Source: an optimization exercise on an open RTL-to-GDS flow (aim: small area). Production flows keep margins and buffers that such runs may drop.
The RTL was checked by simulation tests, not by an equivalence proof against the original design.
Power figures rest on the tool's default switching activity, not on a simulated workload.

==> run a <==
==> flow/design.v (excerpt) <==
module cle_eval (
    input  wire               clk,
    input  wire               rst,
    input  wire               start,
    output wire               ready,
    output reg                done,
    input  wire signed [31:0] y,
    input  wire signed [31:0] sp,
    input  wire signed [31:0] f,
    input  wire signed [31:0] kp,
    input  wire signed [31:0] ki,
    input  wire signed [31:0] kd,
    input  wire signed [31:0] kff,
    input  wire        [19:0] shift,
    input  wire signed [31:0] umin,
    input  wire signed [31:0] umax,
    input  wire               first,
    input  wire               held,
    input  wire               blocked,
    input  wire               bump,
    input  wire signed [63:0] iacc,
    input  wire        [4:0]  shi_last,
    input  wire signed [31:0] yprev,
    input  wire signed [31:0] u_last,
    output reg  signed [31:0] e_o,
    output reg  signed [63:0] p_o,
    output reg  signed [63:0] i_o,
    output reg  signed [63:0] d_o,
    output reg  signed [63:0] ff_o,
    output reg  signed [63:0] raw_o,
    output wire signed [31:0] u_o,
    output reg  signed [63:0] iacc_o,
    output reg         [4:0]  shi_o,
    output wire               sat_o
);
clock: 12.5 ns
lec_check: 0
cap_margin: 0
core_area: 2.5 2.5 457.5 247.5
die_area: 0 0 460 250
place_density: 0.5
setup_slack_margin: 0.2
slew_margin: 0
standard.sh (not shown) runs the stock make flow with config.mk's settings and CLKGATE_MAP_FILE= SYNTH_SCRIPT=/design/flow/synth_recipe.tcl, a recipe that flattens the netlist after the stock synthesis.
==> flow/flow/run.sh <==
#!/bin/bash
set -euo pipefail
W=$(pwd)
# ORFS's synth.tcl, with ABC's script replaced
sed 's#^source \$::env(SCRIPTS_DIR)/synth_preamble.tcl$#&\nset abc_args [list -script '"$W"'/flow/abc_area.script {*}$lib_args {*}$lib_dont_use_args -constr $::env(OBJECTS_DIR)/abc.constr]#' \
    "$FLOW_HOME/scripts/synth.tcl" > "$W/flow_synth_main.tcl"
grep -q 'flow/abc_area.script' "$W/flow_synth_main.tcl"
# The standard flow's synthesis script, sourcing the modified synth.tcl
sed 's#^source \$::env(SCRIPTS_DIR)/synth.tcl$#source '"$W"'/flow_synth_main.tcl#' "$W/synth_recipe.tcl" > "$W/flow_synth.tcl"
grep -q 'flow_synth_main.tcl' "$W/flow_synth.tcl"
bash "$W/standard.sh" "SYNTH_SCRIPT=$W/flow_synth.tcl" \
    "BUFFER_PORTS_ARGS=-buffer_cell sky130_fd_sc_hd__buf_1" finish > "$W/flow_make.log" 2>&1
==> flow/flow/abc_area.script <==
strash
dch
map -D 9000
buffer -c
topo
upsize -c -D 9000
dnsize -c -D 9000
stime -c
==> run b (differences from run a) <==
--- a/flow/design.v
+++ b/flow/design.v
@@ -116,27 +116,27 @@
         end else if (n_op31) begin
             nsright = 1'b1; nsamt = shi;
         end
     end
     wire [4:0] nmm1  = nmsh - 5'd1;
     wire [2:0] nq    = nmm1 / 5'd6;
     wire [2:0] nr    = nmm1 - nq * 3'd6;
     wire       nminj = n_mul & (nmsh != 5'd0) & (n_step == 3'd5 - nq);
-    reg  [4:0] samt, sm1;
+    reg  [4:0] samt;
     reg        sleft, sright, rcen;
     reg  [5:0] xinj;
     always @(posedge clk) begin
         samt   <= nsamt;
-        sm1    <= nsamt - 5'd1;
         sleft  <= nsleft;
         sright <= nsright;
         rcen   <= (n_op30 | n_op31) & nsright & (nsamt != 5'd0);
         xinj   <= nminj ? (6'd1 << nr) : 6'd0;
     end
+    wire [4:0]  sm1 = samt - 5'd1;
     wire [63:0] rc = rcen ? (64'd1 << sm1) : 64'd0;
     function [18:0] alu_ctl;
         input [5:0] c;
         input       b;
         input       bmp;
         input       ml;
         input       mf;
         reg o1, o2, o27, o28, o29, o30, o31, o32, o33, o34, o35, o36, o37, o38;
==> flow/config.mk (replaced) <==
export PLATFORM = sky130hd
export DESIGN_NAME = cle_eval
export DESIGN_NICKNAME = cle_eval
export VERILOG_FILES = /design/flow/design.v
export SDC_FILE = /design/flow/constraint.sdc
export NUM_CORES = 8
export LEC_CHECK = 0
export CAP_MARGIN = 10
export CORE_AREA = 2.5 2.5 457.5 247.5
export DIE_AREA = 0 0 460 250
export PLACE_DENSITY = 0.5
export SETUP_SLACK_MARGIN = 0.3
export SLEW_MARGIN = 10
==> comparison table <==
quantity	run b	run a
Arrival time at the worst endpoint	12500 ps	12270 ps
Outcome	failed layout checks	no timing/DRC/antenna violations
Layout check failures	capacitance limit, slew limit	-
Final Max Slew Viols	2	0
Final Instance Area	51200 um2	52000 um2
Worst path required time	13030 ps	13120 ps
Proportion of power drawn by flip-flops and latches	21.0%	19.4%
Syn_nets	6142	6304
Sw Ratio	54.2%	54.1%
Final Non-Filler Cells	7967	8149
Met3 Use GR	29.7%	19.6%
Register fraction of the total cell area	26.8%	26.6%
Non-Clock Inverter Count	569	584
Mux share of post-synthesis cell area	0.677%	1.31%
Maximum clock rate	0.0835 GHz	0.0858 GHz
GRT Total Usage	50.2%	49.5%


==> run X: inputs <==
Another version of the RTL of cle_eval (not shown whole).
Settings: LEC_CHECK=0, CAP_MARGIN=20, CORE_AREA=2.5 2.5 457.5 247.5, DIE_AREA=0 0 460 250, GPL_ROUTABILITY_DRIVEN=0, PLACE_DENSITY=0.5, SETUP_SLACK_MARGIN=0.3, SLEW_MARGIN=20; clock period 12.5 ns.
==> flow/flow/run.sh <==
#!/bin/bash
set -euo pipefail
W=$(pwd)
# ORFS's synth.tcl, with ABC's script replaced
sed 's#^source \$::env(SCRIPTS_DIR)/synth_preamble.tcl$#&\nset abc_args [list -script '"$W"'/flow/abc_area.script {*}$lib_args {*}$lib_dont_use_args -constr $::env(OBJECTS_DIR)/abc.constr]#' \
    "$FLOW_HOME/scripts/synth.tcl" > "$W/flow_synth_main.tcl"
grep -q 'flow/abc_area.script' "$W/flow_synth_main.tcl"
# The standard flow's synthesis script, sourcing the modified synth.tcl
sed 's#^source \$::env(SCRIPTS_DIR)/synth.tcl$#source '"$W"'/flow_synth_main.tcl#' "$W/synth_recipe.tcl" > "$W/flow_synth.tcl"
grep -q 'flow_synth_main.tcl' "$W/flow_synth.tcl"
bash "$W/standard.sh" "SYNTH_SCRIPT=$W/flow_synth.tcl" \
    "BUFFER_PORTS_ARGS=-buffer_cell sky130_fd_sc_hd__buf_1" \
    "CTS_ARGS=-sink_clustering_enable -repair_clock_nets -dont_use_dummy_load" finish > "$W/flow_make.log" 2>&1
Scripts as last shown in full above: flow/flow/abc_area.script
==> run A: changes against run X <==
--- a/flow/config.mk
+++ b/flow/config.mk
@@ -8,7 +8,6 @@
 export CAP_MARGIN = 20
 export CORE_AREA = 2.5 2.5 457.5 247.5
 export DIE_AREA = 0 0 460 250
-export GPL_ROUTABILITY_DRIVEN = 0
 export PLACE_DENSITY = 0.5
 export SETUP_SLACK_MARGIN = 0.3
 export SLEW_MARGIN = 20
==> summary of the runs <==
Between run X and run A, the lower sequential share of layout area is in run A (gap 1.1 points).
Between run A and run X, the lower routed wire length is in run X (gap about 5%, measured against run X).
In run A the core utilization is higher than in run X, by 1.7 points.
Against run A, the non-clock buffer count of run X is lower by 187.
Combinational power: run A is higher than run X (24%).
Of run X and run A, run A has the higher fmax (gap 0.52%, measured against run A).
Against run A, the final cell count of run X is lower by 2.2%.
Of run A and run X, run A has the higher hold slack (gap 0.011 ns).
In run X the final area is smaller than in run A, by 3.7%.
In synthesized cell count, run A and run X do not differ.
Via count: run X is lower than run A (1.6%).

-- what the ideal ports hide --
In the flow no input, the clock included, has a driving cell. The finished layouts below were timed again as built, in two steps.
Step 1 assumes that a clkbuf_16 drives the clock port and a buf_2 every other input.
Step 2 adds t to the input delays and takes it off the output delays; t is the mean of the earliest and latest rising clock arrival at the registers after step 1. Input paths then give back, and output paths get back, about the clock's delay inside the block.
Three values: ideal ports, drivers, drivers and shift; two values: the first two.
run	t, ns	setup WS [ns]	worst setup path at the end	worst register clock-pin slew, ns	worst data-port slew with drivers (ns)
run a of note 1	0.793	0.844 / 0.844 / 0.844	register to register	0.09 / 0.09	0.18
run b of note 1	0.766	0.528 / 0.528 / 0.528	register to register	0.10 / 0.10	0.32
run X of note 2	0.760	0.854 / 0.854 / 0.854	register to register	0.08 / 0.08	0.18
run A of note 2	0.757	0.915 / 0.915 / 0.915	register to register	0.08 / 0.08	0.11
